This design comes from an exercise in tuning for small area on the open sky130 flow, not from production work. RTL that was checked went through simulation tests only; none was proved equivalent to the original. For runs 2 to 5, only the layout was checked, not whether the RTL still works. Power figures rest on the tool's default switching activity, not on a simulated workload.

**design.v**
```verilog
module hb_stage (
  input  wire        clk,
  input  wire        g,       
  input  wire        cf,      
  input  wire        init,    
  input  wire [15:0] t,       
  input  wire        c,       
  output reg         e        
);
  reg        [7:0]  cy;       
  reg signed [18:0] r;
  wire [15:0] tg = t & {16{g}};
  wire [7:0]  pa = tg[7:0];
  wire [7:0]  pb = {tg[8], tg[9], tg[10], tg[11], tg[12], tg[13], tg[14], tg[15]};
  wire [7:0]  s  = pa ^ pb ^ cy;
  wire [7:0]  cn = (pa & pb) | (pa & cy) | (pb & cy);
  wire        cg = (c & g) | cf;
  reg signed [13:0] la;
  reg signed [17:0] lb;
  always @* begin
    case (s[3:0])
      4'd0: la = 14'sd0;
      4'd1: la = -14'sd734;
      4'd2: la = 14'sd1678;
      4'd3: la = 14'sd944;
      4'd4: la = -14'sd3067;
      4'd5: la = -14'sd3801;
      4'd6: la = -14'sd1389;
      4'd7: la = -14'sd2123;
      4'd8: la = 14'sd5138;
      4'd9: la = 14'sd4404;
      4'd10: la = 14'sd6816;
      4'd11: la = 14'sd6082;
      4'd12: la = 14'sd2071;
      4'd13: la = 14'sd1337;
      4'd14: la = 14'sd3749;
      4'd15: la = 14'sd3015;
      default: la = 14'sd0;
    endcase
  end
  always @* begin
    case (s[7:4])
      4'd0: lb = 18'sd0;
      4'd1: lb = -18'sd8415;
      4'd2: lb = 18'sd14103;
      4'd3: lb = 18'sd5688;
      4'd4: lb = -18'sd26529;
      4'd5: lb = -18'sd34944;
      4'd6: lb = -18'sd12426;
      4'd7: lb = -18'sd20841;
      4'd8: lb = 18'sd83362;
      4'd9: lb = 18'sd74947;
      4'd10: lb = 18'sd97465;
      4'd11: lb = 18'sd89050;
      4'd12: lb = 18'sd56833;
      4'd13: lb = 18'sd48418;
      4'd14: lb = 18'sd70936;
      4'd15: lb = 18'sd62521;
      default: lb = 18'sd0;
    endcase
  end
  wire signed [19:0] cw  = {2'b00, cg, 17'd0};
  wire signed [19:0] sum = r + la + lb + cw;
  always @(posedge clk) begin
    cy <= cn;
    e  <= sum[0];
    r  <= init ? 19'sd131072 : sum[19:1];
  end
endmodule
module zoom_hb (
  input  wire               clk,
  input  wire               rst,         
  input  wire [1:0]         n_hb,        
  input  wire               in_valid,
  input  wire signed [23:0] in_re,
  input  wire signed [23:0] in_im,
  output reg                out_valid,
  output wire signed [27:0] out_re,
  output wire signed [27:0] out_im
);
  reg  [4:0] ph;           
  reg        fill;         
  reg        par1;         
  reg        pend_e, pend_o;
  reg        run_e, run_o;  
  reg        em1;          
  reg        prun;         
  reg        par2;         
  reg        run2e, run2o;
  reg        em2;
  wire ph24 = (ph == 5'd24);
  wire ph18 = (ph == 5'd18);
  wire n0 = (n_hb == 2'd0);
  wire n1 = (n_hb == 2'd1);
  always @(posedge clk) begin
    if (rst) begin
      ph <= 5'd0; fill <= 1'b1; par1 <= 1'b0;
      pend_e <= 1'b0; pend_o <= 1'b0; run_e <= 1'b0; run_o <= 1'b0;
      em1 <= 1'b0; prun <= 1'b0;
      par2 <= 1'b0; run2e <= 1'b0; run2o <= 1'b0; em2 <= 1'b0;
      out_valid <= 1'b0;
    end else begin
      ph <= ph24 ? 5'd0 : ph + 5'd1;
      if (in_valid) par1 <= ~par1;
      if (ph24) begin
        fill   <= 1'b0;
        run_e  <= pend_e | (in_valid & ~par1);
        run_o  <= pend_o | (in_valid & par1);
        pend_e <= 1'b0;
        pend_o <= 1'b0;
        em1    <= run_o;
        prun   <= run_e | run_o;
      end else begin
        if (in_valid & ~par1) pend_e <= 1'b1;
        if (in_valid & par1)  pend_o <= 1'b1;
      end
      if (ph18) begin
        em2   <= run2o;
        run2e <= run_o & ~par2;
        run2o <= run_o & par2;
        if (run_o) par2 <= ~par2;
      end
      out_valid <= n0 ? (prun & (ph == 5'd0)) :
                   n1 ? (em1 & (ph == 5'd19)) :
                        (em2 & (ph == 5'd13));
    end
  end
  wire pat1  = fill & (ph == 5'd23);    
  wire pat2  = fill & ph18;             
  wire ld_e  = in_valid & ~par1;
  wire ld_o  = in_valid & par1;
  wire init1 = ph24 & ~run_o;
  wire init2 = ph18 & ~run2o;
  wire cf1   = run_o & ph24;
  wire cf2   = em2 & (ph == 5'd19);
  wire fl1   = (ph == 5'd18) & em1;     
  wire fl2   = (ph == 5'd13) & em2;     
  genvar pi, k;
  generate
    for (pi = 0; pi < 2; pi = pi + 1) begin : part
      wire [23:0] din = (pi == 0) ? in_re : in_im;
      reg  [23:0] h_e, h_o;
      always @(posedge clk) begin
        if (ld_e) h_e <= din;
        if (ld_o) h_o <= din;
      end
      wire [31:0] hxe = {8'd0, ~h_e[23], h_e[22:0]};
      wire [31:0] hxo = {8'd0, ~h_o[23], h_o[22:0]};
      wire xe = hxe[ph];
      wire xo = hxo[ph];
      reg [25*8-1:0]  l1e;
      reg [25*15-1:0] l1o;
      reg [25*8-1:0]  l2e;
      reg [25*15-1:0] l2o;
      wire [7:0]  q1e, q2e;
      wire [14:0] q1o, q2o;
      wire        s1, s2;      
      for (k = 0; k < 8; k = k + 1) begin : le
        assign q1e[k] = l1e[25*k];
        assign q2e[k] = l2e[25*k];
        wire i1 = fill ? pat1 : run_e ? ((k == 0) ? xe : q1e[(k == 0) ? 0 : k-1]) : q1e[k];
        wire i2 = fill ? pat2 : run2e ? ((k == 0) ? s1 : q2e[(k == 0) ? 0 : k-1]) : q2e[k];
        always @(posedge clk) begin
          l1e[25*k +: 25] <= {i1, l1e[25*k+1 +: 24]};
          l2e[25*k +: 25] <= {i2, l2e[25*k+1 +: 24]};
        end
      end
      for (k = 0; k < 15; k = k + 1) begin : lo
        assign q1o[k] = l1o[25*k];
        assign q2o[k] = l2o[25*k];
        wire i1 = fill ? pat1 : run_o ? ((k == 0) ? xo : q1o[(k == 0) ? 0 : k-1]) : q1o[k];
        wire i2 = fill ? pat2 : run2o ? ((k == 0) ? s1 : q2o[(k == 0) ? 0 : k-1]) : q2o[k];
        always @(posedge clk) begin
          l1o[25*k +: 25] <= {i1, l1o[25*k+1 +: 24]};
          l2o[25*k +: 25] <= {i2, l2o[25*k+1 +: 24]};
        end
      end
      hb_stage u_s1 (.clk(clk), .g(run_o), .cf(cf1), .init(init1),
                     .t({q1o, xo}), .c(q1e[7]), .e(s1));
      hb_stage u_s2 (.clk(clk), .g(run2o), .cf(cf2), .init(init2),
                     .t({q2o, s1}), .c(q2e[7]), .e(s2));
      reg  [25:0] ob;
      wire raw = run_o ? (xo ^ (ph == 5'd23)) : (xe ^ (ph == 5'd23));
      wire oin = n0 ? raw : n1 ? (s1 ^ fl1) : (s2 ^ fl2);
      always @(posedge clk) ob <= {oin, ob[25:1]};
      wire b24 = n0 ? ob[23] : ob[24];
      wire b25 = n0 ? ob[23] : n1 ? ob[24] : ob[25];
      if (pi == 0) begin : o_re
        assign out_re = {b25, b25, b25, b24, ob[23:0]};
      end else begin : o_im
        assign out_im = {b25, b25, b25, b24, ob[23:0]};
      end
    end
  endgenerate
endmodule
```
**run.sh**
```bash
#!/bin/bash
# synth_recipe.tcl (not shown) runs the flow's synth.tcl, then flattens the netlist and writes it again
# the make line also repeats each setting of config.mk as NAME=value (left out here)
make -C /OpenROAD-flow-scripts/flow DESIGN_CONFIG=/design/flow/config.mk WORK_HOME=/design/flow/orfs CLKGATE_MAP_FILE= SYNTH_SCRIPT=/design/flow/synth_recipe.tcl finish
```
**config.mk**
```make
export PLATFORM = sky130hd
export DESIGN_NAME = zoom_hb
export DESIGN_NICKNAME = zoom_hb
export VERILOG_FILES = /design/flow/design.v
export SDC_FILE = /design/flow/constraint.sdc
export NUM_CORES = 4
export LEC_CHECK = 0
export CAP_MARGIN = 20
export CORE_MARGIN = 2
export CORE_UTILIZATION = 40
export SLEW_MARGIN = 20
```
**constraint.sdc**
```tcl
create_clock -name core_clock -period 20.0 [get_ports {clk}]
set_input_delay 4.0000 -clock core_clock [delete_from_list [all_inputs] [get_ports {clk}]]
set_output_delay 4.0000 -clock core_clock [all_outputs]
set_load 0.01 [all_outputs]
```
==> results of run 1 <==
[layer usage]
metal | vias to the layer above | share of wire (%)
li1 | 14310 | -
met1 | 13650 | 51
met2 | 519 | 41
met3 | 185 | 5.8
met4 | 2 | 2.2
met5 | - | 0.014
[cell type report]
cell class | instances | area (µm²)
clock buffer | 314 | 6332
fill | 14110 | 86250
inverter | 233 | 874.6
antenna | 4 | 10.01
multi-input combinational | 1368 | 11210
tap | 2175 | 2721
sequential | 2578 | 52580
clock inverter | 101 | 1393
timing repair buffer | 126 | 1219
[state kept, by name, indices dropped and copies added (netlist names), 5 cells and up]
register      count
part.h_e         48
part.h_o         48
part.l1e        400
part.l1o        750
part.l2e        400
part.l2o        750
part.ob          52
part.u_s1.cy     16
part.u_s1.r      38
part.u_s2.cy     16
part.u_s2.r      38
ph                5
[cell families after synthesis]
logic type	count (synthesis)	synth area share, %
flip-flops	2578	80.39
AND/OR/NAND/NOR	478	3.345
AO/OA/AOI/OAI	417	3.746
buffers and inverters	371	2.501
adder cells (fa/ha/maj)	304	7.148
XOR/XNOR	99	1.326
multiplexers	70	1.544
[report_power, final]
group | total, W | switching (W) | internal, W
clock | 0.00435 | 0.00183 | 0.00252
sequential | 0.00531 | 0.0000484 | 0.00526
combinational | 0.000389 | 0.000204 | 0.000185
[stage by stage]
stage                     std cells  hold WS, ns  cell area (µm²)
final                          6899       0.2728            76340
after global placement         6480       0.3097            68610
after global routing           6895       0.2793            76330
after CTS                      6895       0.2607            76330
after detailed placement       6480       0.3121            68610
after floorplan                4317       0.3096            65390
[critical path, cell delays in order]
cell,delay [ns]
clkdlybuf4s50_1,0.55
nor2_1,0.36
mux2_2,0.38
clkdlybuf4s50_1,0.47
[path summary, 6_finish.rpt]
kind | from | endpoint | slack (ns) | depth (start not counted)
hold reg to reg | part[1].l1e[2] | part[1].l1e[1] | 0.27 | 0
setup reg to reg | ph[0] | part[0].u_s1.r[15] | 13.30 | 22
hold / removal | part[1].l1e[2] | part[1].l1e[1] | 0.27 | 0
setup / recovery | n_hb[0] | out_re[24] | 10.23 | 4
[layout by cell type, fill, tap and decap left out, drive strengths merged, types with 78 or more instances in the layout]
cell and instances:
ha 188, dfxtp 2482, edfxtp 96, fa 116, o21ai 78, nor2 157, inv 244, a21oi 204
clkdlybuf4s50 109, clkbuf 314, nand2 156
==> impl_results.rst, run 1 <==
.. list-table::
   :header-rows: 1

   * - Metric
     - Value
   * - Width of the die
     - 408.3 µm
   * - # rows
     - 148
   * - Half-perimeter wire length of the detailed placement result
     - 58.74 mm
   * - Floorplan die area
     - 166700 µm²
   * - Clock slew seen by the registers of the worst setup and hold paths
     - 0.06 ns
   * - Setup violations, final
     - 0
   * - Maximum number of pins on one net before global-route repair
     - 62
   * - Maximum level of the CTS H-tree
     - 4
   * - Largest cells by area after synthesis
     - dfxtp_1 (76%), edfxtp_1 (4.4%), ha_1 (3.6%)
   * - CP required
     - 16.00 ns
   * - Root Driver
     - clkbuf_16
   * - Arrival time at the worst endpoint
     - 5.77 ns
   * - Synthesized flop and latch total
     - 2578
   * - Drt first pass iters
     - 6
   * - Drt initial violations
     - 1308
   * - Core ar.
     - 162600 µm²
   * - Most common library cells after synthesis
     - dfxtp_1 (2482), inv_1 (232), a21oi_1 (204), ha_1 (188), nor2_1 (157)
   * - Post-Syn Nets
     - 4674
   * - Async SR Flop Fraction
     - 0%
   * - Transition time at the pin with the least slew margin
     - 1.117 ns
   * - WL per Instance
     - 13.78 µm
   * - Final estimated routing congestion in global placement
     - 0.7939
   * - Insertion delay of the later-clocked pin in the worst-skew pair
     - 0.83 ns
   * - Count of synthesis-stage warnings from yosys
     - 2
   * - Number of unique standard cell types used by synthesis
     - 62
   * - Outcome
     - complete, no violations
   * - Number of global-route vias before repair
     - 28990
   * - Remaining DRCs
     - 0
   * - Utilization of the core after routing
     - 46.95%
   * - Shortest period the worst path allows
     - 9.770 ns
   * - Top-count cell post-synth
     - dfxtp_1
   * - Fraction of final layout cells with drive strength greater than 1
     - 8.877%
   * - Fraction of the cycle the final worst path needs
     - 48.85%
   * - Max Freq
     - 102.4 MHz
   * - Count of antenna-violating nets left after detailed routing
     - 0
   * - Clock tree from TritonCTS
     - done
   * - Via density
     - 4.154
   * - Wire length of the first global-routing pass
     - 153.5 mm
   * - Final WS setup
     - 10.23 ns
   * - Number of buffers on the longest clock path
     - 3
   * - Accumulated negative setup slack
     - 0 ns
   * - Count of buffers inserted at the top-level ports
     - 109
   * - Total power per unit cell area
     - 131.6 nW/µm²
   * - Count of maximum capacitance violations
     - 0
   * - Unrepaired setup endpoints after global routing
     - no
   * - Rel. slew slack
     - 24.53%
   * - Cell area after synthesis
     - 65390 µm²
   * - Startpoint types
     - input pin
   * - Highest-utilization routing layer at the global route stage
     - met2
   * - Final Net Count
     - 4885
   * - Global routing usage summed across all routing layers
     - 11.53%
   * - Largest driver fanout on the critical path
     - 6
   * - Hold_buf cts
     - 0
   * - IR drop worst, VDD
     - 99.64 µV
   * - Critical path type
     - input pin to output port
   * - Total count of max-transition violations in the final report
     - 0
   * - Class of the tightest hold or removal check
     - flop to flop
   * - Cell type with the largest total area after synthesis
     - dfxtp_1
   * - TritonCTS Buffers
     - 221
   * - Prevailing post-synth register cell
     - dfxtp_1
   * - Post-synthesis sequential area ratio
     - 80.39%
   * - Total gr overflow
     - 0
   * - Fraction of synthesized cell area taken by the top area cell type
     - 75.98%
   * - Total of cells resized after clock tree synthesis
     - 0
   * - Final Power
     - 0.01005 W
   * - Static Leak
     - 31.68 nW
   * - Final wirelength
     - 95.05 mm
   * - Antenna violations before repair
     - 6
   * - Met1 track utilization from global routing
     - 16.45%
   * - Buffers inserted by post-CTS timing repair
     - 0
   * - Mean area per synthesized cell
     - 15.15 µm²
   * - Via total after detailed routing
     - 28660
   * - Post-synth EDFFs
     - 96
   * - Growth of design area from synthesis to finish
     - 16.74%
   * - CP Capture Type
     - output port
   * - Routing usage on met2
     - 16.75%
   * - Worst slack at placement
     - 10.27 ns
   * - Final Hold Viols
     - 0
   * - Worst Skew
     - 0.06330 ns
   * - Global Route met3 Usage
     - 3.371%
   * - Number of top-level design ports
     - 110
   * - Die Y-Extent
     - 408.3 µm
   * - Synth Instances
     - 4317
   * - Starting density of the core
     - 40.22%
   * - CTS sink count
     - 2578
==> run 2: changes to the inputs <==
--- a/design.v
+++ b/design.v
@@ -9,5 +9,5 @@
 );
   reg        [7:0]  cy;       
-  reg signed [18:0] r;
+  reg        [18:0] r;        
   wire [15:0] tg = t & {16{g}};
   wire [7:0]  pa = tg[7:0];
@@ -16,54 +16,84 @@
   wire [7:0]  cn = (pa & pb) | (pa & cy) | (pb & cy);
   wire        cg = (c & g) | cf;
-  reg signed [13:0] la;
-  reg signed [17:0] lb;
+  reg [13:0] la;
+  reg [18:0] lb;
   always @* begin
     case (s[3:0])
-      4'd0: la = 14'sd0;
-      4'd1: la = -14'sd734;
-      4'd2: la = 14'sd1678;
-      4'd3: la = 14'sd944;
-      4'd4: la = -14'sd3067;
-      4'd5: la = -14'sd3801;
-      4'd6: la = -14'sd1389;
-      4'd7: la = -14'sd2123;
-      4'd8: la = 14'sd5138;
-      4'd9: la = 14'sd4404;
-      4'd10: la = 14'sd6816;
-      4'd11: la = 14'sd6082;
-      4'd12: la = 14'sd2071;
-      4'd13: la = 14'sd1337;
-      4'd14: la = 14'sd3749;
-      4'd15: la = 14'sd3015;
-      default: la = 14'sd0;
+      4'd0: la = 14'd3802;
+      4'd1: la = 14'd3068;
+      4'd2: la = 14'd5480;
+      4'd3: la = 14'd4746;
+      4'd4: la = 14'd735;
+      4'd5: la = 14'd1;
+      4'd6: la = 14'd2413;
+      4'd7: la = 14'd1679;
+      4'd8: la = 14'd8940;
+      4'd9: la = 14'd8206;
+      4'd10: la = 14'd10618;
+      4'd11: la = 14'd9884;
+      4'd12: la = 14'd5873;
+      4'd13: la = 14'd5139;
+      4'd14: la = 14'd7551;
+      4'd15: la = 14'd6817;
+      default: la = 14'd0;
     endcase
   end
   always @* begin
-    case (s[7:4])
-      4'd0: lb = 18'sd0;
-      4'd1: lb = -18'sd8415;
-      4'd2: lb = 18'sd14103;
-      4'd3: lb = 18'sd5688;
-      4'd4: lb = -18'sd26529;
-      4'd5: lb = -18'sd34944;
-      4'd6: lb = -18'sd12426;
-      4'd7: lb = -18'sd20841;
-      4'd8: lb = 18'sd83362;
-      4'd9: lb = 18'sd74947;
-      4'd10: lb = 18'sd97465;
-      4'd11: lb = 18'sd89050;
-      4'd12: lb = 18'sd56833;
-      4'd13: lb = 18'sd48418;
-      4'd14: lb = 18'sd70936;
-      4'd15: lb = 18'sd62521;
-      default: lb = 18'sd0;
+    case ({cg, s[7:4]})
+      5'd0: lb = 19'd34944;
+      5'd1: lb = 19'd26529;
+      5'd2: lb = 19'd49047;
+      5'd3: lb = 19'd40632;
+      5'd4: lb = 19'd8415;
+      5'd5: lb = 19'd0;
+      5'd6: lb = 19'd22518;
+      5'd7: lb = 19'd14103;
+      5'd8: lb = 19'd118306;
+      5'd9: lb = 19'd109891;
+      5'd10: lb = 19'd132409;
+      5'd11: lb = 19'd123994;
+      5'd12: lb = 19'd91777;
+      5'd13: lb = 19'd83362;
+      5'd14: lb = 19'd105880;
+      5'd15: lb = 19'd97465;
+      5'd16: lb = 19'd166016;
+      5'd17: lb = 19'd157601;
+      5'd18: lb = 19'd180119;
+      5'd19: lb = 19'd171704;
+      5'd20: lb = 19'd139487;
+      5'd21: lb = 19'd131072;
+      5'd22: lb = 19'd153590;
+      5'd23: lb = 19'd145175;
+      5'd24: lb = 19'd249378;
+      5'd25: lb = 19'd240963;
+      5'd26: lb = 19'd263481;
+      5'd27: lb = 19'd255066;
+      5'd28: lb = 19'd222849;
+      5'd29: lb = 19'd214434;
+      5'd30: lb = 19'd236952;
+      5'd31: lb = 19'd228537;
+      default: lb = 19'd0;
     endcase
   end
-  wire signed [19:0] cw  = {2'b00, cg, 17'd0};
-  wire signed [19:0] sum = r + la + lb + cw;
+  wire [19:0] xr = {1'b0, r};
+  wire [19:0] xa = {6'd0, la};
+  wire [19:0] xb = {1'b0, lb};
+  wire [19:0] cs = xr ^ xa ^ xb;
+  wire [19:0] cc = (xr & xa) | (xr & xb) | (xa & xb);
+  wire [19:0] y2 = {cc[18:0], 1'b0};
+  wire [20:0] k;
+  wire [19:0] sum;
+  assign k[0] = 1'b0;
+  genvar i;
+  generate
+    for (i = 0; i < 20; i = i + 1) begin : rc
+      assign sum[i] = cs[i] ^ y2[i] ^ k[i];
+      assign k[i+1] = (cs[i] & y2[i]) | (cs[i] & k[i]) | (y2[i] & k[i]);
+    end
+  endgenerate
   always @(posedge clk) begin
     cy <= cn;
     e  <= sum[0];
-    r  <= init ? 19'sd131072 : sum[19:1];
+    r  <= init ? 19'd169818 : sum[19:1];
   end
 endmodule
--- a/config.mk
+++ b/config.mk
@@ -9,3 +9,4 @@
 export CORE_MARGIN = 2
 export CORE_UTILIZATION = 40
+export CTS_BUF_LIST = sky130_fd_sc_hd__clkbuf_4
 export SLEW_MARGIN = 20
==> impl_results.rst, run 2 <==
.. list-table::
   :header-rows: 1

   * - Metric
     - Value
   * - Via density
     - 4.053
   * - Dominant combinational cell family by area after synthesis
     - adder cells
   * - Wire length of the first global-routing pass
     - 151.8 mm
   * - Fraction of power consumed by the clock network
     - 40.5%
   * - Cell type with the largest total area after synthesis
     - dfxtp_1
   * - Clock slew seen by the registers of the worst setup and hold paths
     - 0.07 ns
   * - Accumulated negative setup slack
     - 0 ns
   * - Starting density of the core
     - 40.19%
   * - Adder-cell share of the synthesized area
     - 6.683%
   * - Arrival time at the worst endpoint
     - 12.55 ns
   * - TritonCTS Buffers
     - 599
   * - Max Freq
     - 87.73 MHz
   * - Maximum cell stage delay along the critical path
     - 0.63 ns
   * - Post-synthesis sequential area ratio
     - 82.78%
   * - Synthesized-area fraction occupied by ao, oa, aoi and oai cells
     - 3.012%
   * - Dominant cell type by count on the critical path
     - fa_1
   * - Xor and xnor area share after synthesis
     - 0.3310%
   * - Synthesized flop and latch total
     - 2578
   * - Maximum number of pins on one net before global-route repair
     - 52
   * - Number of global-route vias before repair
     - 30560
   * - Via total after detailed routing
     - 28810
   * - Cell area after synthesis
     - 63510 µm²
   * - Half-perimeter wire length of the detailed placement result
     - 53.45 mm
   * - Largest driver fanout on the critical path
     - 26
   * - Count of antenna-violating nets left after detailed routing
     - 0
   * - Total count of max-transition violations in the final report
     - 0
   * - Final design instance area without fill
     - 73950 µm²
   * - Largest regs
     - part.l1o: 750 flops, part.l2o: 750 flops
   * - Fraction of the cycle the final worst path needs
     - 57.00%
   * - Insertion delay of the later-clocked pin in the worst-skew pair
     - 1.27 ns
   * - Transition time at the pin with the least slew margin
     - 1.012 ns
   * - Count of buffers inserted at the top-level ports
     - 109
   * - Hold Crit Depth
     - 0
   * - Global routing usage summed across all routing layers
     - 11.75%
   * - Core ar.
     - 158000 µm²
   * - CP Capture Type
     - flop
   * - Most used cells in the layout excluding fill and tap cells
     - dfxtp_1 (2480), clkbuf_4 (856), inv_1 (206), a21oi_1 (190), fa_1 (156)
   * - Number of filler cells placed in the layout
     - 13870
   * - Most common library cells after synthesis
     - dfxtp_1 (2482), inv_1 (206), a21oi_1 (190), fa_1 (156), nand2_1 (139)
   * - Post-synthesis simple-gate area fraction
     - 3.290%
   * - Critical path type
     - flop to flop
   * - Mean area per synthesized cell
     - 15.73 µm²
   * - Final wirelength
     - 92.45 mm
   * - Root Driver
     - clkbuf_4
   * - IR drop worst, VDD
     - 60.51 µV
   * - Drt first pass iters
     - 5
   * - Synth Instances
     - 4036
   * - Rel. slew slack
     - 32.28%
   * - Outcome
     - complete, no violations
   * - Number of buffers on the longest clock path
     - 4
   * - Most frequent standard cell in the layout excluding fill and tap cells
     - dfxtp_1
   * - Hold_buf cts
     - 0
   * - Maximum level of the CTS H-tree
     - 6
   * - Post-Syn Nets
     - 4333
   * - Drt initial violations
     - 1189
   * - Total of cells resized after clock tree synthesis
     - 0
   * - Async SR Flop Fraction
     - 0%
   * - Setup violations, final
     - 0
   * - Switching power share of the total
     - 21.73%
   * - Buffers inserted by post-CTS timing repair
     - 0
   * - Total gr overflow
     - 0
   * - WL per Instance
     - 13.01 µm
   * - Clock tree from TritonCTS
     - done
   * - Shortest period the worst path allows
     - 11.40 ns
   * - Final estimated routing congestion in global placement
     - 0.7714
   * - Largest cells by area after synthesis
     - dfxtp_1 (78%), fa_1 (4.9%), edfxtp_1 (4.5%)
   * - CP required
     - 21.15 ns
   * - CTS sink count
     - 2578
   * - Switching power total
     - 0.002129 W
   * - Antenna violations before repair
     - 8
   * - Fraction of synthesized cell area taken by the top area cell type
     - 78.24%
   * - Share of synthesized area spent on multiplexers
     - 1.350%
   * - Combinational power share
     - 4.9%
   * - Static Leak
     - 30.67 nW
   * - Final Net Count
     - 4914
   * - Startpoint types
     - flop
   * - Count of maximum capacitance violations
     - 0
   * - Count of synthesis-stage warnings from yosys
     - 2
   * - Prevailing post-synth register cell
     - dfxtp_1
   * - Final Hold Viols
     - 0
   * - Slowest library cell on the worst path
     - fa_1
   * - Width of the die
     - 402.5 µm
   * - # rows
     - 146
   * - Growth of design area from synthesis to finish
     - 16.45%
   * - Floorplan die area
     - 162000 µm²
   * - Unrepaired setup endpoints after global routing
     - no
   * - Worst Skew
     - 0.09659 ns
   * - Die Y-Extent
     - 402.5 µm
   * - Final Power
     - 0.009795 W
   * - Number of top-level design ports
     - 110
   * - Class of the tightest hold or removal check
     - flop to flop
   * - Post-detailed-placement cell area
     - 66540 µm²
   * - Remaining DRCs
     - 0
   * - Total power per unit cell area
     - 132.5 nW/µm²
   * - Number of unique standard cell types used by synthesis
     - 61
   * - Reg2reg path depth
     - 36
   * - Post-synth EDFFs
     - 96
   * - Sequential cell fraction of total power
     - 54.6%
   * - Fraction of final layout cells with drive strength greater than 1
     - 19.38%
   * - Cell-internal power
     - 0.007666 W
   * - Top-count cell post-synth
     - dfxtp_1
[run 2: changes by cell type in the layout (fill, tap and decap cells not counted), sizes merged, moves of 26 or more]
cell,change
clkinv,+69
clkbuf,+542
ha,-100
o21ai,-26
fa,+40
xnor2,-50
[run 2: metrics by stage]
| stage | hold WS [ns] | instances | setup WS [ns] | utilization [%] |
|---|---|---|---|---|
| floorplan | 0.3096 | 4036 | 9.633 | - |
| global placement | 0.3096 | 6088 | 8.456 | 42.11 |
| detailed placement | 0.3121 | 6088 | 8.388 | 42.11 |
| CTS | 0.2594 | 7099 | 8.465 | 46.79 |
| global route | 0.2624 | 7106 | 7.924 | 46.80 |
| finish | 0.2662 | 7107 | 8.601 | 46.80 |
[run 2: logic make-up (layout without fill, tap and decap cells)]
family          after synthesis  in the layout
fa+ha+maj                   246            246
flops                      2578           2578
other cells                   0              8
compound gates              329            329
simple gates                444            444
buf+inv                     357           1348
mux                          58             58
xor+xnor                     24             24
[run 2: power groups by stage]
stage	registers, W	logic [W]	clock network, W
after CTS	0.00535	0.000495	0.00414
after floorplan	0.00544	0.000377	0
after detailed placement	0.00546	0.000490	0
final	0.00535	0.000481	0.00397
after global placement	0.00546	0.000482	0
after global routing	0.00536	0.000570	0.00442
[run 2: path summary, 6_finish.rpt]
check,from,endpoint,slack (ns)
worst min register to register,part[1].l2o[154],part[1].l2o[153],0.27
worst min-delay path,part[1].l2o[154],part[1].l2o[153],0.27
worst max register to register,ph[0],part[1].u_s1.r[18],8.60
worst max-delay path,ph[0],part[1].u_s1.r[18],8.60
[run 2: cell type report]
cell class / count / area [µm²] / area share (%)
Multi-Input combinational cell: 1101 / 9339 / 12.63
Tap cell: 2072 / 2592 / 3.506
Sequential cell: 2578 / 52580 / 71.09
Antenna cell: 8 / 20.02 / 0.02707
Clock inverter: 155 / 969.7 / 1.311
Inverter: 206 / 773.2 / 1.046
Clock buffer: 856 / 6426 / 8.690
Timing Repair Buffer: 131 / 1256 / 1.699
[run 2: per-layer routing]
| layer | global-route usage, % | routed length (µm) | vias up |
|---|---|---|---|
| met3 | 4.001 | 4758 | 201 |
| li1 | - | - | 14290 |
| met4 | 6.279 | 2354 | 0 |
| met5 | 0 | 0 | - |
| met2 | 16.62 | 38880 | 590 |
| met1 | 15.84 | 46460 | 13720 |
[run 2: critical path: cells and delay by family, from the launching register on]
kind / cells / cell delay, ns
adders and majority gates: 21 / 7.97
buffers and inverters: 8 / 1.11
muxes: 2 / 0.87
DFF: 1 / 0.59
xor gates and xnor gates: 2 / 0.32
AOI/OAI and AO/OA: 1 / 0.30
and+or+nand+nor: 2 / 0.19
==> run 3: changes to the inputs <==
--- a/config.mk
+++ b/config.mk
@@ -9,4 +9,4 @@
 export CORE_MARGIN = 2
 export CORE_UTILIZATION = 40
-export CTS_BUF_LIST = sky130_fd_sc_hd__clkbuf_4
+export CTS_BUF_LIST = sky130_fd_sc_hd__clkbuf_8
 export SLEW_MARGIN = 20
==> impl_results.rst, run 3 <==
.. list-table::
   :header-rows: 1

   * - Metric
     - Value
   * - Transition time at the pin with the least slew margin
     - 1.062 ns
   * - Global routing usage summed across all routing layers
     - 11.41%
   * - Dominant cell type by count on the critical path
     - fa_1
   * - IR drop worst, VDD
     - 78.71 µV
   * - Drt initial violations
     - 1329
   * - Worst Skew
     - 0.05344 ns
   * - Via total after detailed routing
     - 27320
   * - Via density
     - 4.056
   * - Crit. Startpoint
     - ph[0]
   * - Number of instances in the placed design
     - 6088
   * - Wire length of the first global-routing pass
     - 146.8 mm
   * - Cell type with the largest total area after synthesis
     - dfxtp_1
   * - Switching power total
     - 0.002071 W
   * - Floorplan die area
     - 162000 µm²
   * - Total power per unit cell area
     - 133.2 nW/µm²
   * - Outcome
     - complete, no violations
   * - Core ar.
     - 158000 µm²
   * - Startpoint types
     - flop
   * - Final estimated routing congestion in global placement
     - 0.7714
   * - Number of filler cells placed in the layout
     - 13590
   * - CTS sink count
     - 2578
   * - Slowest library cell on the worst path
     - fa_1
   * - Mean area per synthesized cell
     - 15.73 µm²
   * - CP Capture Type
     - flop
   * - Largest regs
     - part.l1o: 750 flops, part.l2o: 750 flops
   * - Most common library cells after synthesis
     - dfxtp_1 (2482), inv_1 (206), a21oi_1 (190), fa_1 (156), nand2_1 (139)
   * - Width of the die
     - 402.5 µm
   * - Fraction of final layout cells with drive strength greater than 1
     - 12.96%
   * - Number of top-level design ports
     - 110
   * - Arrival time at the worst endpoint
     - 12.31 ns
   * - Terminus of the critical flop-to-flop path
     - part[0].u_s1.r[18]
   * - Largest cells by area after synthesis
     - dfxtp_1 (78%), fa_1 (4.9%), edfxtp_1 (4.5%)
   * - Total count of max-transition violations in the final report
     - 0
   * - Final wirelength
     - 90.31 mm
   * - Launching point of the worst reg2reg path
     - ph[0]
   * - Starting density of the core
     - 40.19%
   * - Die Y-Extent
     - 402.5 µm
   * - Register area
     - 52580 µm²
   * - Maximum level of the CTS H-tree
     - 5
   * - Fraction of synthesized cell area taken by the top area cell type
     - 78.24%
   * - Final Hold Viols
     - 0
   * - Count of maximum capacitance violations
     - 0
   * - Clock slew seen by the registers of the worst setup and hold paths
     - 0.06 ns
   * - Remaining DRCs
     - 0
   * - Accumulated negative setup slack
     - 0 ns
   * - Worst setup path end
     - part[0].u_s1.r[18]
   * - Hold_buf cts
     - 0
   * - Final Net Count
     - 4683
   * - Root Driver
     - clkbuf_8
   * - Buffers inserted by post-CTS timing repair
     - 0
   * - Synthesized flop and latch total
     - 2578
   * - Final cell count without fillers
     - 6736
   * - Unrepaired setup endpoints after global routing
     - no
   * - Cell-internal power
     - 0.007800 W
   * - CP required
     - 20.88 ns
   * - Largest driver fanout on the critical path
     - 26
   * - Switching power share of the total
     - 20.98%
   * - Clock tree from TritonCTS
     - done
   * - TritonCTS Buffers
     - 368
   * - Async SR Flop Fraction
     - 0%
   * - Half-perimeter wire length of the detailed placement result
     - 53.45 mm
   * - Maximum cell stage delay along the critical path
     - 0.62 ns
   * - Growth of design area from synthesis to finish
     - 16.67%
   * - Synth Instances
     - 4036
   * - Total gr overflow
     - 0
   * - Total of cells resized after clock tree synthesis
     - 0
   * - Top-count cell post-synth
     - dfxtp_1
   * - Critical path type
     - flop to flop
   * - Post-synth EDFFs
     - 96
   * - Insertion delay of the later-clocked pin in the worst-skew pair
     - 0.99 ns
   * - Post-synthesis sequential area ratio
     - 82.78%
   * - Count of antenna-violating nets left after detailed routing
     - 0
   * - Combinational power share
     - 4.9%
   * - Prevailing post-synth register cell
     - dfxtp_1
   * - WL per Instance
     - 13.41 µm
   * - Most frequent standard cell in the layout excluding fill and tap cells
     - dfxtp_1
   * - # rows
     - 146
   * - Drt first pass iters
     - 7
   * - Number of global-route vias before repair
     - 28250
   * - R2r setup slk
     - 8.57 ns
   * - Number of buffers on the longest clock path
     - 4
   * - Count of synthesis-stage warnings from yosys
     - 2
   * - Combined area of the multi-input logic cells
     - 9339 µm²
   * - Sequential cell fraction of total power
     - 54.2%
   * - Max Freq
     - 87.53 MHz
   * - Number of unique standard cell types used by synthesis
     - 61
   * - Cell area after synthesis
     - 63510 µm²
   * - Count of buffers inserted at the top-level ports
     - 109
   * - Antenna violations before repair
     - 7
   * - Setup violations, final
     - 0
   * - Most used cells in the layout excluding fill and tap cells
     - dfxtp_1 (2480), clkbuf_8 (479), inv_1 (314), a21oi_1 (190), fa_1 (156)
   * - Class of the tightest hold or removal check
     - flop to flop
   * - Maximum number of pins on one net before global-route repair
     - 52
   * - Post-Syn Nets
     - 4333
   * - Fraction of the cycle the final worst path needs
     - 57.13%
   * - Rel. slew slack
     - 28.95%
   * - Fraction of power consumed by the clock network
     - 40.9%
   * - Shortest period the worst path allows
     - 11.43 ns
   * - Reg2reg path depth
     - 37
   * - Static Leak
     - 30.58 nW
run 3: cell count changes in the layout (fill, tap and decap cells not counted), sizes merged:
cell      delta
bufinv       -3
clkbuf     -377
clkinv      -85
clkinvlp     +2
diode        -5
inv         +97
run 3: cell type report:
class                      count  share of cell area, %
clock inverter               166                  1.289
tap                         2072                  3.499
multi-input combinational   1101                  12.60
sequential                  2578                  70.96
timing repair buffer         131                  1.695
antenna                        3                0.01013
clock buffer                 479                  8.898
inverter                     206                  1.044
run 3: cells by family after synthesis:
group | Yosys count | share of synthesized area [%]
DFF | 2578 | 82.78
and+or+nand+nor | 444 | 3.290
AOI/OAI and AO/OA | 329 | 3.012
muxes | 58 | 1.350
adders and majority gates | 246 | 6.683
buffers and inverters | 357 | 2.553
xor gates and xnor gates | 24 | 0.3310
run 3: how the worst min path moves through the flow:
stage / slack (ns) / from / end / cells after the start
floorplan: 0.31 / part[0].l1e[1] / part[0].l1e[0] / 0
global placement: 0.31 / part[0].l2o[289] / part[0].l2o[288] / 0
detailed placement: 0.31 / part[0].l1e[15] / part[0].l1e[14] / 0
CTS: 0.29 / part[1].l1e[118] / part[1].l1e[117] / 0
global route: 0.29 / part[1].l1e[118] / part[1].l1e[117] / 0
finish: 0.29 / part[1].l1e[118] / part[1].l1e[117] / 0
run 3: through the flow:
| stage | setup WS, ns | power (W) | hold WS [ns] | utilization [%] | instance area, µm² |
|---|---|---|---|---|---|
| global route | 7.906 | 0.01036 | 0.2917 | 46.89 | 74090 |
| finish | 8.575 | 0.009870 | 0.2875 | 46.89 | 74090 |
| global placement | 8.456 | 0.005944 | 0.3096 | 42.11 | 66540 |
| CTS | 8.437 | 0.01003 | 0.2950 | 46.88 | 74080 |
| detailed placement | 8.388 | 0.005955 | 0.3121 | 42.11 | 66540 |
| floorplan | 9.633 | 0.005818 | 0.3096 | - | 63510 |
run 3: power by group through the flow:
stage                     registers (W)  clock network, W  logic [W]
after CTS                       0.00535           0.00419   0.000495
after floorplan                 0.00544                 0   0.000377
after detailed placement        0.00546                 0   0.000490
after global placement          0.00546                 0   0.000482
after global routing            0.00536           0.00443   0.000569
final                           0.00535           0.00404   0.000481
run 3: critical path: cells and delay by family, from the launching register on:
family / cells / cell delay [ns]
xor+xnor: 1 / 0.16
simple gates: 4 / 0.63
compound gates: 2 / 0.36
mux: 2 / 0.89
flops: 1 / 0.59
fa+ha+maj: 20 / 7.67
buf+inv: 8 / 1.05
run 3: per-layer routing:
layer	up-vias	share of wire (%)	global-route usage [%]
li1	13530	-	-
met1	13040	51	16.04
met2	559	41	16.20
met3	192	5.1	3.192
met4	0	2.7	5.507
met5	-	0	0
==> run 4: changes to the inputs <==
--- a/config.mk
+++ b/config.mk
@@ -8,5 +8,7 @@
 export CAP_MARGIN = 20
 export CORE_MARGIN = 2
-export CORE_UTILIZATION = 40
+export CORE_UTILIZATION = 60
 export CTS_BUF_LIST = sky130_fd_sc_hd__clkbuf_8
+export CTS_CLUSTER_DIAMETER = 50
+export CTS_CLUSTER_SIZE = 18
 export SLEW_MARGIN = 20
==> impl_results.rst, run 4 <==
.. list-table::
   :header-rows: 1

   * - Metric
     - Value
   * - Outcome
     - complete, no violations
   * - Final cell count without fillers
     - 5639
   * - Wire length of the first global-routing pass
     - 135.0 mm
   * - Register area
     - 52580 µm²
   * - Final estimated routing congestion in global placement
     - 0.7730
   * - Via density
     - 4.513
   * - Synthesized flop and latch total
     - 2578
   * - WL per Instance
     - 14.76 µm
   * - Growth of design area from synthesis to finish
     - 8.289%
   * - Total count of max-transition violations in the final report
     - 0
   * - Max Freq
     - 87.61 MHz
   * - Clock tree from TritonCTS
     - done
   * - Class of the tightest hold or removal check
     - flop to flop
   * - Hold endpoint
     - part[1].l2o[283]
   * - Top-count cell post-synth
     - dfxtp_1
   * - Arrival time at the worst endpoint
     - 12.16 ns
   * - Launch point of the worst hold path
     - part[1].l2o[284]
   * - Maximum cell stage delay along the critical path
     - 0.65 ns
   * - Post-detailed-placement cell area
     - 65640 µm²
   * - Number of filler cells placed in the layout
     - 7616
   * - Number of instances in the placed design
     - 5401
   * - Post-Syn Nets
     - 4333
   * - Count of maximum capacitance violations
     - 0
   * - Maximum level of the CTS H-tree
     - 4
   * - Final Net Count
     - 4486
   * - Prevailing post-synth register cell
     - dfxtp_1
   * - Unrepaired setup endpoints after global routing
     - no
   * - Half-perimeter wire length of the detailed placement result
     - 50.84 mm
   * - Total of cells resized after clock tree synthesis
     - 0
   * - Post-synth EDFFs
     - 96
   * - Combined area of the multi-input logic cells
     - 9339 µm²
   * - Maximum number of pins on one net before global-route repair
     - 65
   * - Reg2reg path depth
     - 36
   * - Shortest period the worst path allows
     - 11.41 ns
   * - Buffers inserted by post-CTS timing repair
     - 0
   * - Utilization of the core after routing
     - 65.42%
   * - CP required
     - 20.74 ns
   * - Drt first pass iters
     - 5
   * - Most frequent standard cell in the layout excluding fill and tap cells
     - dfxtp_1
   * - Floorplan die area
     - 108500 µm²
   * - Accumulated negative setup slack
     - 0 ns
   * - Starting density of the core
     - 60.41%
   * - Final design instance area without fill
     - 68770 µm²
   * - Hold Crit Depth
     - 0
   * - CTS sink count
     - 2578
   * - Die Y-Extent
     - 329.3 µm
   * - # rows
     - 119
   * - Fraction of synthesized cell area taken by the top area cell type
     - 78.24%
   * - R2r setup slk
     - 8.59 ns
   * - Setup violations, final
     - 0
   * - Largest regs
     - part.l1o: 750 flops, part.l2o: 750 flops
   * - Largest cells by area after synthesis
     - dfxtp_1 (78%), fa_1 (4.9%), edfxtp_1 (4.5%)
   * - Slowest library cell on the worst path
     - dfxtp_2
   * - Rel. slew slack
     - 38.24%
   * - Cell type with the largest total area after synthesis
     - dfxtp_1
   * - Count of synthesis-stage warnings from yosys
     - 2
   * - Count of buffers inserted at the top-level ports
     - 109
   * - Root Driver
     - clkbuf_8
   * - Global routing usage summed across all routing layers
     - 15.93%
   * - Core ar.
     - 105100 µm²
   * - Startpoint types
     - flop
   * - Fraction of final layout cells with drive strength greater than 1
     - 6.852%
   * - Dominant cell type by count on the critical path
     - fa_1
   * - Launching point of the worst reg2reg path
     - ph[0]
   * - Number of buffers on the longest clock path
     - 3
   * - Synth Instances
     - 4036
   * - Mean area per synthesized cell
     - 15.73 µm²
   * - Critical path type
     - flop to flop
   * - Transition time at the pin with the least slew margin
     - 0.9179 ns
   * - Width of the die
     - 329.3 µm
   * - Total power per unit cell area
     - 120.0 nW/µm²
   * - Fraction of the cycle the final worst path needs
     - 57.07%
   * - Async SR Flop Fraction
     - 0%
   * - Cell area after synthesis
     - 63510 µm²
   * - Antenna violations before repair
     - 2
   * - Number of global-route vias before repair
     - 25350
   * - Largest driver fanout on the critical path
     - 24
   * - Via total after detailed routing
     - 25450
   * - Total gr overflow
     - 0
   * - Number of unique standard cell types used by synthesis
     - 61
   * - Terminus of the critical flop-to-flop path
     - part[0].u_s1.r[18]
   * - Static Leak
     - 27.87 nW
   * - Worst Skew
     - 0.02962 ns
   * - Hold_buf cts
     - 0
   * - Most common library cells after synthesis
     - dfxtp_1 (2482), inv_1 (206), a21oi_1 (190), fa_1 (156), nand2_1 (139)
   * - CP Capture Type
     - flop
   * - TritonCTS Buffers
     - 176
   * - Drt initial violations
     - 1215
   * - Post-synthesis sequential area ratio
     - 82.78%
   * - Clock slew seen by the registers of the worst setup and hold paths
     - 0.10 ns
   * - Insertion delay of the later-clocked pin in the worst-skew pair
     - 0.86 ns
   * - Number of top-level design ports
     - 110
   * - Final Hold Viols
     - 0
   * - Final wirelength
     - 83.22 mm
   * - IR drop worst, VDD
     - 102.9 µV
   * - Count of antenna-violating nets left after detailed routing
     - 0
   * - Most used cells in the layout excluding fill and tap cells
     - dfxtp_1 (2480), inv_1 (213), a21oi_1 (190), clkbuf_8 (184), fa_1 (156)
   * - Remaining DRCs
     - 0
run 4: how the worst max path moves through the flow:
| stage | from | end | slack [ns] |
|---|---|---|---|
| detailed placement | ph[0] | part[0].u_s1.r[18] | 8.49 |
| finish | ph[0] | part[0].u_s1.r[18] | 8.59 |
| CTS | ph[0] | part[0].u_s1.r[18] | 8.46 |
| global route | ph[0] | part[0].u_s1.r[18] | 7.93 |
| global placement | ph[0] | part[0].u_s1.r[18] | 8.56 |
| floorplan | ph[0] | part[0].u_s1.r[18] | 9.63 |
run 4: logic make-up after synthesis:
group,share of synthesized area [%]
adders and majority gates,6.683
buffers and inverters,2.553
xor gates and xnor gates,0.3310
muxes,1.350
DFF,82.78
and+or+nand+nor,3.290
AOI/OAI and AO/OA,3.012
run 4: per-stage QoR:
| step | setup WS, ns | power, W | hold WS, ns |
|---|---|---|---|
| 6_report | 8.586 | 0.008251 | 0.3053 |
| 3_3_place_gp | 8.563 | 0.005947 | 0.3096 |
| 2_1_floorplan | 9.633 | 0.005818 | 0.3096 |
| 5_1_grt | 7.927 | 0.008656 | 0.3156 |
| 3_5_place_dp | 8.495 | 0.005952 | 0.3121 |
| 4_1_cts | 8.457 | 0.008375 | 0.2997 |
run 4: power breakdown:
part | total [W] | switching (W) | internal [W]
sequential | 0.00534 | 0.0000579 | 0.00528
combinational | 0.000481 | 0.000226 | 0.000255
clock | 0.00243 | 0.00150 | 0.000932
run 4: layout make-up:
type,instances,share of cell area [%]
tap,1391,2.531
timing repair buffer,126,1.783
antenna,1,0.003639
multi-input combinational,1101,13.58
inverter,206,1.124
clock buffer,184,3.682
clock inverter,52,0.8442
sequential,2578,76.45
run 4: metal layers:
layer	GRT usage [%]	up-vias	share of wire, %
met3	3.746	140	3.9
met2	24.00	313	44
li1	-	12930	-
met5	0	-	0
met4	5.237	0	2.2
met1	22.95	12060	50
run 4: critical path: cells and delay by family, from the launching register on:
family / cells / cell delay (ns)
multiplexers: 2 / 0.90
AO/OA/AOI/OAI: 2 / 0.31
buffers and inverters: 7 / 0.87
flip-flops: 1 / 0.65
adder cells (fa/ha/maj): 20 / 7.79
XOR/XNOR: 1 / 0.15
AND/OR/NAND/NOR: 4 / 0.63
==> run 5: changes to the inputs <==
--- a/config.mk
+++ b/config.mk
@@ -9,6 +9,6 @@
 export CORE_MARGIN = 2
 export CORE_UTILIZATION = 60
-export CTS_BUF_LIST = sky130_fd_sc_hd__clkbuf_8
-export CTS_CLUSTER_DIAMETER = 50
-export CTS_CLUSTER_SIZE = 18
+export CTS_BUF_LIST = sky130_fd_sc_hd__clkbuf_16
+export CTS_CLUSTER_DIAMETER = 70
+export CTS_CLUSTER_SIZE = 28
 export SLEW_MARGIN = 20
==> impl_results.rst, run 5 <==
.. list-table::
   :header-rows: 1

   * - Metric
     - Value
   * - Shortest period the worst path allows
     - 11.38 ns
   * - Arrival time at the worst endpoint
     - 11.99 ns
   * - Hold_buf cts
     - 0
   * - Met3 wire length
     - 2.441 mm
   * - Synth Instances
     - 4036
   * - Startpoint types
     - flop
   * - Fraction of synthesized cell area taken by the top area cell type
     - 78.24%
   * - Drt initial violations
     - 1166
   * - Cell area after synthesis
     - 63510 µm²
   * - Total gr overflow
     - 0
   * - Transition time at the pin with the least slew margin
     - 0.9698 ns
   * - Final WS setup
     - 8.620 ns
   * - Mean area per synthesized cell
     - 15.73 µm²
   * - Total power per unit cell area
     - 121.5 nW/µm²
   * - Worst Skew
     - 0.04030 ns
   * - Most used cells in the layout excluding fill and tap cells
     - dfxtp_1 (2480), inv_1 (212), a21oi_1 (190), fa_1 (156), nand2_1 (139)
   * - Final Hold Viols
     - 0
   * - Maximum cell stage delay along the critical path
     - 0.65 ns
   * - Buffers inserted by post-CTS timing repair
     - 0
   * - Growth of design area from synthesis to finish
     - 8.458%
   * - Cell type with the largest total area after synthesis
     - dfxtp_1
   * - Setup violations, final
     - 0
   * - Core ar.
     - 105100 µm²
   * - Final Net Count
     - 4419
   * - Unrepaired setup endpoints after global routing
     - no
   * - WL per Instance
     - 14.89 µm
   * - Slowest library cell on the worst path
     - dfxtp_2
   * - Combined area of the multi-input logic cells
     - 9339 µm²
   * - Half-perimeter wire length of the detailed placement result
     - 50.84 mm
   * - Worst slack at placement
     - 8.495 ns
   * - CP Capture Type
     - flop
   * - Root Driver
     - clkbuf_16
   * - Count of buffers inserted at the top-level ports
     - 109
   * - Final estimated routing congestion in global placement
     - 0.7730
   * - Dominant cell type by count on the critical path
     - fa_1
   * - Fraction of the cycle the final worst path needs
     - 56.90%
   * - Via total after detailed routing
     - 25120
   * - Count of maximum capacitance violations
     - 0
   * - Async SR Flop Fraction
     - 0%
   * - Outcome
     - complete, no violations
   * - Fraction of final layout cells with drive strength greater than 1
     - 4.745%
   * - Post-synth EDFFs
     - 96
   * - CP required
     - 20.61 ns
   * - Most common library cells after synthesis
     - dfxtp_1 (2482), inv_1 (206), a21oi_1 (190), fa_1 (156), nand2_1 (139)
   * - Register area
     - 52580 µm²
   * - Accumulated negative setup slack
     - 0 ns
   * - Number of global-route vias before repair
     - 24820
   * - WL met2
     - 36.00 mm
   * - Largest regs
     - part.l1o: 750 flops, part.l2o: 750 flops
   * - Total of cells resized after clock tree synthesis
     - 0
   * - Clock slew seen by the registers of the worst setup and hold paths
     - 0.10 ns
   * - Max Freq
     - 87.87 MHz
   * - Starting density of the core
     - 60.41%
   * - # rows
     - 119
   * - Count of synthesis-stage warnings from yosys
     - 2
   * - Synthesized flop and latch total
     - 2578
   * - Static Leak
     - 27.83 nW
   * - Prevailing post-synth register cell
     - dfxtp_1
   * - Largest cells by area after synthesis
     - dfxtp_1 (78%), fa_1 (4.9%), edfxtp_1 (4.5%)
   * - Post-Syn Nets
     - 4333
   * - Final wirelength
     - 82.54 mm
   * - Antenna violations before repair
     - 1
   * - Number of buffers on the longest clock path
     - 3
   * - Count of antenna-violating nets left after detailed routing
     - 0
   * - Total count of max-transition violations in the final report
     - 0
   * - Met1 Routed Length
     - 42.05 mm
   * - Final Power
     - 0.008366 W
   * - R2r setup slk
     - 8.62 ns
   * - Number of unique standard cell types used by synthesis
     - 61
   * - Maximum level of the CTS H-tree
     - 3
   * - Most frequent standard cell in the layout excluding fill and tap cells
     - dfxtp_1
   * - Die Y-Extent
     - 329.3 µm
   * - Largest driver fanout on the critical path
     - 24
   * - CTS sink count
     - 2578
   * - Remaining DRCs
     - 0
   * - Top-count cell post-synth
     - dfxtp_1
   * - Critical path type
     - flop to flop
   * - Utilization of the core after routing
     - 65.52%
   * - Via density
     - 4.532
   * - Drt first pass iters
     - 5
   * - Number of top-level design ports
     - 110
   * - Count of inserted antenna diode cells
     - 0
   * - Highest Signal Layer
     - met4
   * - Insertion delay of the later-clocked pin in the worst-skew pair
     - 0.73 ns
   * - Width of the die
     - 329.3 µm
   * - TritonCTS Buffers
     - 109
   * - Rel. slew slack
     - 34.75%
   * - IR drop worst, VDD
     - 108.6 µV
   * - Final worst hold slack
     - 0.3114 ns
   * - Wire length of the first global-routing pass
     - 133.9 mm
   * - Class of the tightest hold or removal check
     - flop to flop
   * - Number of filler cells placed in the layout
     - 7561
   * - Global routing usage summed across all routing layers
     - 15.71%
   * - Floorplan die area
     - 108500 µm²
   * - Post-synthesis sequential area ratio
     - 82.78%
   * - Maximum number of pins on one net before global-route repair
     - 65
   * - Clock tree from TritonCTS
     - done
-- run 5: critical path: cells and delay by family, from the launching register on --
kind | cells | cell delay (ns)
AO/OA/AOI/OAI | 2 | 0.31
XOR/XNOR | 1 | 0.15
adder cells (fa/ha/maj) | 20 | 7.75
buffers and inverters | 7 | 0.88
flip-flops | 1 | 0.65
multiplexers | 2 | 0.90
AND/OR/NAND/NOR | 4 | 0.64
-- run 5: cell type report --
| class | count | area share, % |
|---|---|---|
| tap | 1391 | 2.527 |
| inverter | 206 | 1.123 |
| clock buffer | 112 | 4.069 |
| timing repair buffer | 126 | 1.780 |
| multi-input combinational | 1101 | 13.56 |
| clock inverter | 29 | 0.6104 |
| sequential | 2578 | 76.33 |
-- run 5: cell families after synthesis --
group | after synthesis | share of synthesized area [%]
flip-flops | 2578 | 82.78
AND/OR/NAND/NOR | 444 | 3.290
buffers and inverters | 357 | 2.553
AO/OA/AOI/OAI | 329 | 3.012
adder cells (fa/ha/maj) | 246 | 6.683
multiplexers | 58 | 1.350
XOR/XNOR | 24 | 0.3310
-- run 5: path summary, 6_finish.rpt --
| path | startpoint | to | cells after the start |
|---|---|---|---|
| worst min register to register | part[1].l2o[369] | part[1].l2o[368] | 0 |
| worst min-delay path | part[1].l2o[369] | part[1].l2o[368] | 0 |
| worst max register to register | ph[0] | part[0].u_s1.r[18] | 36 |
| worst max-delay path | ph[0] | part[0].u_s1.r[18] | 36 |
-- run 5: per-layer routing --
metal,vias to the layer above,global-route usage [%]
li1,12780,-
met1,11970,23.20
met2,242,24.05
met3,128,2.794
met4,0,4.417
met5,-,0
-- run 5: where the power goes --
part           internal, W  switching, W  total, W
logic             0.000255      0.000226  0.000481
clock network      0.00107       0.00148   0.00254
registers          0.00528     0.0000580   0.00534
total              0.00661       0.00176   0.00837
-- run 5: through the flow --
| step | instances | area [µm²] |
|---|---|---|
| floorplan | 4036 | 63510 |
| global placement | 5401 | 65640 |
| detailed placement | 5401 | 65640 |
| CTS | 5542 | 68860 |
| global route | 5543 | 68880 |
| finish | 5543 | 68880 |
==> run 6: changes to the inputs <==
--- a/design.v
+++ b/design.v
@@ -119,4 +119,5 @@
   reg        run2e, run2o;
   reg        em2;
+  reg        run2i, em2i;  
   wire ph24 = (ph == 5'd24);
   wire ph18 = (ph == 5'd18);
@@ -129,4 +130,5 @@
       em1 <= 1'b0; prun <= 1'b0;
       par2 <= 1'b0; run2e <= 1'b0; run2o <= 1'b0; em2 <= 1'b0;
+      run2i <= 1'b0; em2i <= 1'b0;
       out_valid <= 1'b0;
     end else begin
@@ -147,4 +149,6 @@
       if (ph18) begin
         em2   <= run2o;
+        run2i <= em2;
+        em2i  <= run2i;
         run2e <= run_o & ~par2;
         run2o <= run_o & par2;
@@ -153,5 +157,5 @@
       out_valid <= n0 ? (prun & (ph == 5'd0)) :
                    n1 ? (em1 & (ph == 5'd19)) :
-                        (em2 & (ph == 5'd13));
+                        (em2i & (ph == 5'd13));
     end
   end
@@ -161,9 +165,14 @@
   wire ld_o  = in_valid & par1;
   wire init1 = ph24 & ~run_o;
-  wire init2 = ph18 & ~run2o;
+  wire init2 = ph18 & ~run2o & ~run2i;
   wire cf1   = run_o & ph24;
-  wire cf2   = em2 & (ph == 5'd19);
+  wire cf2   = (em2 | em2i) & (ph == 5'd19);
   wire fl1   = (ph == 5'd18) & em1;     
   wire fl2   = (ph == 5'd13) & em2;     
+  wire fl2i  = (ph == 5'd13) & em2i;
+  wire hold_re = ~n0 & ~n1 & ~run2o & ~(em2 & ~((ph >= 5'd14) & (ph <= 5'd18)));
+  wire        s2;              
+  wire [14:0] q2o_re, q2o_im;
+  wire        q2c_re, q2c_im, s1_re, nq_im;
   genvar pi, k;
   generate
@@ -185,5 +194,5 @@
       wire [7:0]  q1e, q2e;
       wire [14:0] q1o, q2o;
-      wire        s1, s2;      
+      wire        s1;          
       for (k = 0; k < 8; k = k + 1) begin : le
         assign q1e[k] = l1e[25*k];
@@ -200,5 +209,7 @@
         assign q2o[k] = l2o[25*k];
         wire i1 = fill ? pat1 : run_o ? ((k == 0) ? xo : q1o[(k == 0) ? 0 : k-1]) : q1o[k];
-        wire i2 = fill ? pat2 : run2o ? ((k == 0) ? s1 : q2o[(k == 0) ? 0 : k-1]) : q2o[k];
+        wire a2 = (pi == 0) ? run2o : run2i;
+        wire n2 = (pi == 0) ? s1 : nq_im;
+        wire i2 = fill ? pat2 : a2 ? ((k == 0) ? n2 : q2o[(k == 0) ? 0 : k-1]) : q2o[k];
         always @(posedge clk) begin
           l1o[25*k +: 25] <= {i1, l1o[25*k+1 +: 24]};
@@ -208,10 +219,21 @@
       hb_stage u_s1 (.clk(clk), .g(run_o), .cf(cf1), .init(init1),
                      .t({q1o, xo}), .c(q1e[7]), .e(s1));
-      hb_stage u_s2 (.clk(clk), .g(run2o), .cf(cf2), .init(init2),
-                     .t({q2o, s1}), .c(q2e[7]), .e(s2));
+      if (pi == 0) begin : w_re
+        assign q2o_re = q2o;
+        assign q2c_re = q2e[7];
+        assign s1_re  = s1;
+      end else begin : w_im
+        assign q2o_im = q2o;
+        assign q2c_im = q2e[7];
+        reg [24:0] nr;
+        assign nq_im = nr[0];
+        wire ni = fill ? pat2 : run2o ? s1 : nr[0];
+        always @(posedge clk) nr <= {ni, nr[24:1]};
+      end
       reg  [25:0] ob;
       wire raw = run_o ? (xo ^ (ph == 5'd23)) : (xe ^ (ph == 5'd23));
-      wire oin = n0 ? raw : n1 ? (s1 ^ fl1) : (s2 ^ fl2);
-      always @(posedge clk) ob <= {oin, ob[25:1]};
+      wire oin = n0 ? raw : n1 ? (s1 ^ fl1) : (s2 ^ ((pi == 0) ? fl2 : fl2i));
+      wire hld = (pi == 0) ? hold_re : 1'b0;
+      always @(posedge clk) if (!hld) ob <= {oin, ob[25:1]};
       wire b24 = n0 ? ob[23] : ob[24];
       wire b25 = n0 ? ob[23] : n1 ? ob[24] : ob[25];
@@ -223,3 +245,6 @@
     end
   endgenerate
+  hb_stage u_s2 (.clk(clk), .g(run2o | run2i), .cf(cf2), .init(init2),
+                 .t(run2i ? {q2o_im, nq_im} : {q2o_re, s1_re}),
+                 .c(run2i ? q2c_im : q2c_re), .e(s2));
 endmodule
==> impl_results.rst, run 6 <==
.. list-table::
   :header-rows: 1

   * - Metric
     - Value
   * - Rel. slew slack
     - 29.15%
   * - Post-Syn Nets
     - 4101
   * - Count of synthesis-stage warnings from yosys
     - 2
   * - Mean area per synthesized cell
     - 16.06 µm²
   * - Shortest period the worst path allows
     - 12.01 ns
   * - CP required
     - 20.57 ns
   * - Via total after detailed routing
     - 24810
   * - Final WS setup
     - 7.989 ns
   * - Wire length of the first global-routing pass
     - 138.6 mm
   * - Core ar.
     - 102200 µm²
   * - # rows
     - 117
   * - Remaining DRCs
     - 0
   * - Buffers & Inverters on Critical Path
     - 7
   * - Dominant cell type by count on the critical path
     - fa_1
   * - Root Driver
     - clkbuf_16
   * - Cell type with the largest total area after synthesis
     - dfxtp_1
   * - Floorplan die area
     - 106000 µm²
   * - Number of global-route vias before repair
     - 25710
   * - Final Hold Viols
     - 0
   * - Post-synth EDFFs
     - 122
   * - Static Leak
     - 27.02 nW
   * - Transition time at the pin with the least slew margin
     - 1.063 ns
   * - Outcome
     - complete, no violations
   * - Global routing usage summed across all routing layers
     - 16.53%
   * - Insertion delay of the later-clocked pin in the worst-skew pair
     - 0.72 ns
   * - Slowest library cell on the worst path
     - nor2_1
   * - Synth Instances
     - 3864
   * - Startpoint types
     - flop
   * - Count of maximum capacitance violations
     - 0
   * - Number of filler cells placed in the layout
     - 7153
   * - Die Y-Extent
     - 325.6 µm
   * - Synthesized flop and latch total
     - 2577
   * - Final estimated routing congestion in global placement
     - 0.7804
   * - CTS sink count
     - 2577
   * - Largest delay share family, worst path
     - adder cells
   * - Setup violations, final
     - 0
   * - Total gr overflow
     - 0
   * - Count of buffers inserted at the top-level ports
     - 109
   * - Hold_buf cts
     - 0
   * - Async SR Flop Fraction
     - 0%
   * - Total power per unit cell area
     - 121.6 nW/µm²
   * - Worst slack at placement
     - 7.957 ns
   * - Class of the tightest hold or removal check
     - flop to flop
   * - Drt initial violations
     - 1334
   * - Most common library cells after synthesis
     - dfxtp_1 (2455), a21oi_1 (171), inv_1 (154), nand2_1 (145), edfxtp_1 (122)
   * - Critical path type
     - flop to flop
   * - Clock tree from TritonCTS
     - done
   * - Via density
     - 4.630
   * - Final worst hold slack
     - 0.3126 ns
   * - Fraction of the cycle the final worst path needs
     - 60.05%
   * - Reg2reg path depth
     - 33
   * - TritonCTS Buffers
     - 111
   * - Count of inserted antenna diode cells
     - 0
   * - Fraction of final layout cells with drive strength greater than 1
     - 4.886%
   * - Max Freq
     - 83.26 MHz
   * - Starting density of the core
     - 60.74%
   * - Largest driver fanout on the critical path
     - 21
   * - Cell area after synthesis
     - 62060 µm²
   * - Unrepaired setup endpoints after global routing
     - no
   * - Most frequent standard cell in the layout excluding fill and tap cells
     - dfxtp_1
   * - Final Net Count
     - 4196
   * - WL per Instance
     - 16.03 µm
   * - Number of unique standard cell types used by synthesis
     - 52
   * - Largest cells by area after synthesis
     - dfxtp_1 (79%), edfxtp_1 (5.9%), fa_1 (3.8%)
   * - Fraction of synthesized cell area taken by the top area cell type
     - 79.19%
   * - Accumulated negative setup slack
     - 0 ns
   * - Hold Crit Depth
     - 0
   * - Antenna violations before repair
     - 3
   * - Most used cells in the layout excluding fill and tap cells
     - dfxtp_1 (2453), a21oi_1 (171), inv_1 (159), nand2_1 (145), edfxtp_1 (122)
   * - Final wirelength
     - 85.92 mm
   * - CP Capture Type
     - flop
   * - Worst Skew
     - 0.02748 ns
   * - Growth of design area from synthesis to finish
     - 8.661%
   * - Number of top-level design ports
     - 110
   * - IR drop worst, VDD
     - 100.3 µV
   * - Prevailing post-synth register cell
     - dfxtp_1
   * - Total of cells resized after clock tree synthesis
     - 0
   * - Buffers inserted by post-CTS timing repair
     - 0
   * - Drt first pass iters
     - 7
   * - Total count of max-transition violations in the final report
     - 0
   * - Maximum number of pins on one net before global-route repair
     - 82
   * - Total stage count of the critical path
     - 33
   * - Clock slew seen by the registers of the worst setup and hold paths
     - 0.10 ns
   * - Half-perimeter wire length of the detailed placement result
     - 53.67 mm
   * - Arrival time at the worst endpoint
     - 12.58 ns
   * - Maximum cell stage delay along the critical path
     - 0.93 ns
   * - Count of antenna-violating nets left after detailed routing
     - 0
   * - Largest regs
     - part.l1o: 750 flops, part.l2o: 750 flops
   * - Post-synthesis sequential area ratio
     - 85.09%
   * - Maximum level of the CTS H-tree
     - 3
   * - Top-count cell post-synth
     - dfxtp_1
   * - Width of the die
     - 325.6 µm
   * - Number of buffers on the longest clock path
     - 3
-- run 6: changes by cell type after synthesis, moves of 14 or more --
cell      delta
mux2i_1     +14
and2_1      -19
fa_1        -39
inv_1       -52
nor2b_1     +14
a21oi_1     -19
dfxtp_1     -27
ha_1        -21
nor2_1      -16
edfxtp_1    +26
-- run 6: cells by family after synthesis --
| logic type | after synthesis | synth area share [%] |
|---|---|---|
| AO/OA/AOI/OAI | 316 | 2.968 |
| XOR/XNOR | 20 | 0.2822 |
| adder cells (fa/ha/maj) | 184 | 5.125 |
| buffers and inverters | 299 | 2.260 |
| flip-flops | 2577 | 85.09 |
| multiplexers | 63 | 1.250 |
| AND/OR/NAND/NOR | 405 | 3.022 |
-- run 6: area by class of cell --
class	instances	area (µm²)	share of cell area (%)
clock buffer	111	2778	4.119
clock inverter	34	445.4	0.6605
inverter	157	589.3	0.8739
multi-input combinational	988	7874	11.68
sequential	2577	52820	78.32
tap	1368	1712	2.538
timing repair buffer	124	1224	1.815
-- run 6: path summary, 6_finish.rpt --
| path | slack, ns | startpoint | end |
|---|---|---|---|
| worst min-delay path | 0.31 | part[0].l1e[186] | part[0].l1e[185] |
| worst min register to register | 0.31 | part[0].l1e[186] | part[0].l1e[185] |
| worst max-delay path | 7.99 | run2o | u_s2.r[18] |
| worst max register to register | 7.99 | run2o | u_s2.r[18] |
-- run 6: power breakdown --
group,switching (W),internal (W)
registers,0.0000412,0.00526
logic,0.000182,0.000189
clock network,0.00149,0.00104
total,0.00171,0.00649
-- run 6: routing by layer --
layer	vias to the layer above	part of all wire, %	wire (µm)	track usage, %
met5	-	0.015	13	0
met4	2	3.4	2921	5.901
met3	170	3.7	3206	2.953
met2	368	45	38690	26.12
met1	11960	48	41090	23.17
li1	12310	-	-	-
-- run 6: stage by stage --
step / area (µm²) / cells / utilization [%] / total power [W]
2_1_floorplan: 62060 / 3864 / - / 0.005686
3_3_place_gp: 64180 / 5213 / 62.81 / 0.005786
3_5_place_dp: 64190 / 5213 / 62.82 / 0.005798
4_1_cts: 67410 / 5358 / 65.97 / 0.008301
5_1_grt: 67440 / 5359 / 66.00 / 0.008546
6_report: 67440 / 5359 / 66.00 / 0.008202

static timing again, ports no longer ideal:
How much do the figures lean on ideal ports? The routed layouts below were timed once more, with nothing changed but the port constraints. Step 1 sets driving cells, clkbuf_16 on the clock port and buf_2 on the other inputs (assumed; they add their load-dependent delay and slew). Step 2 also shifts input and output timing later by t, the mid clock arrival at the registers, as if the neighbouring blocks saw the same clock. a / b / c = ideal / step 1 / step 2; a / b = the first two.
run | t (ns) | slack for setup (ns) | clock arrival spread, ns | worst slew at a driven data input, ns | cell pins on the clock port's net
run 1 | 0.873 | 10.230 / 10.204 / 10.204 | 0.080 / 0.079 | 0.11 | 1
run 2 | 1.280 | 8.601 / 8.601 / 8.601 | 0.111 / 0.111 | 0.20 | 1
run 3 | 1.030 | 8.575 / 8.575 / 8.575 | 0.067 / 0.067 | 0.20 | 1
run 4 | 0.907 | 8.586 / 8.586 / 8.586 | 0.043 / 0.043 | 0.07 | 1
run 5 | 0.780 | 8.620 / 8.620 / 8.620 | 0.041 / 0.041 | 0.07 | 1
run 6 | 0.775 | 7.989 / 7.989 / 7.989 | 0.036 / 0.036 | 0.18 | 1
After both steps setup and hold are still met in every run listed. The setup slack of run 1, which loses most, moves by -0.026 ns with the drivers and by -0.026 ns with both steps.
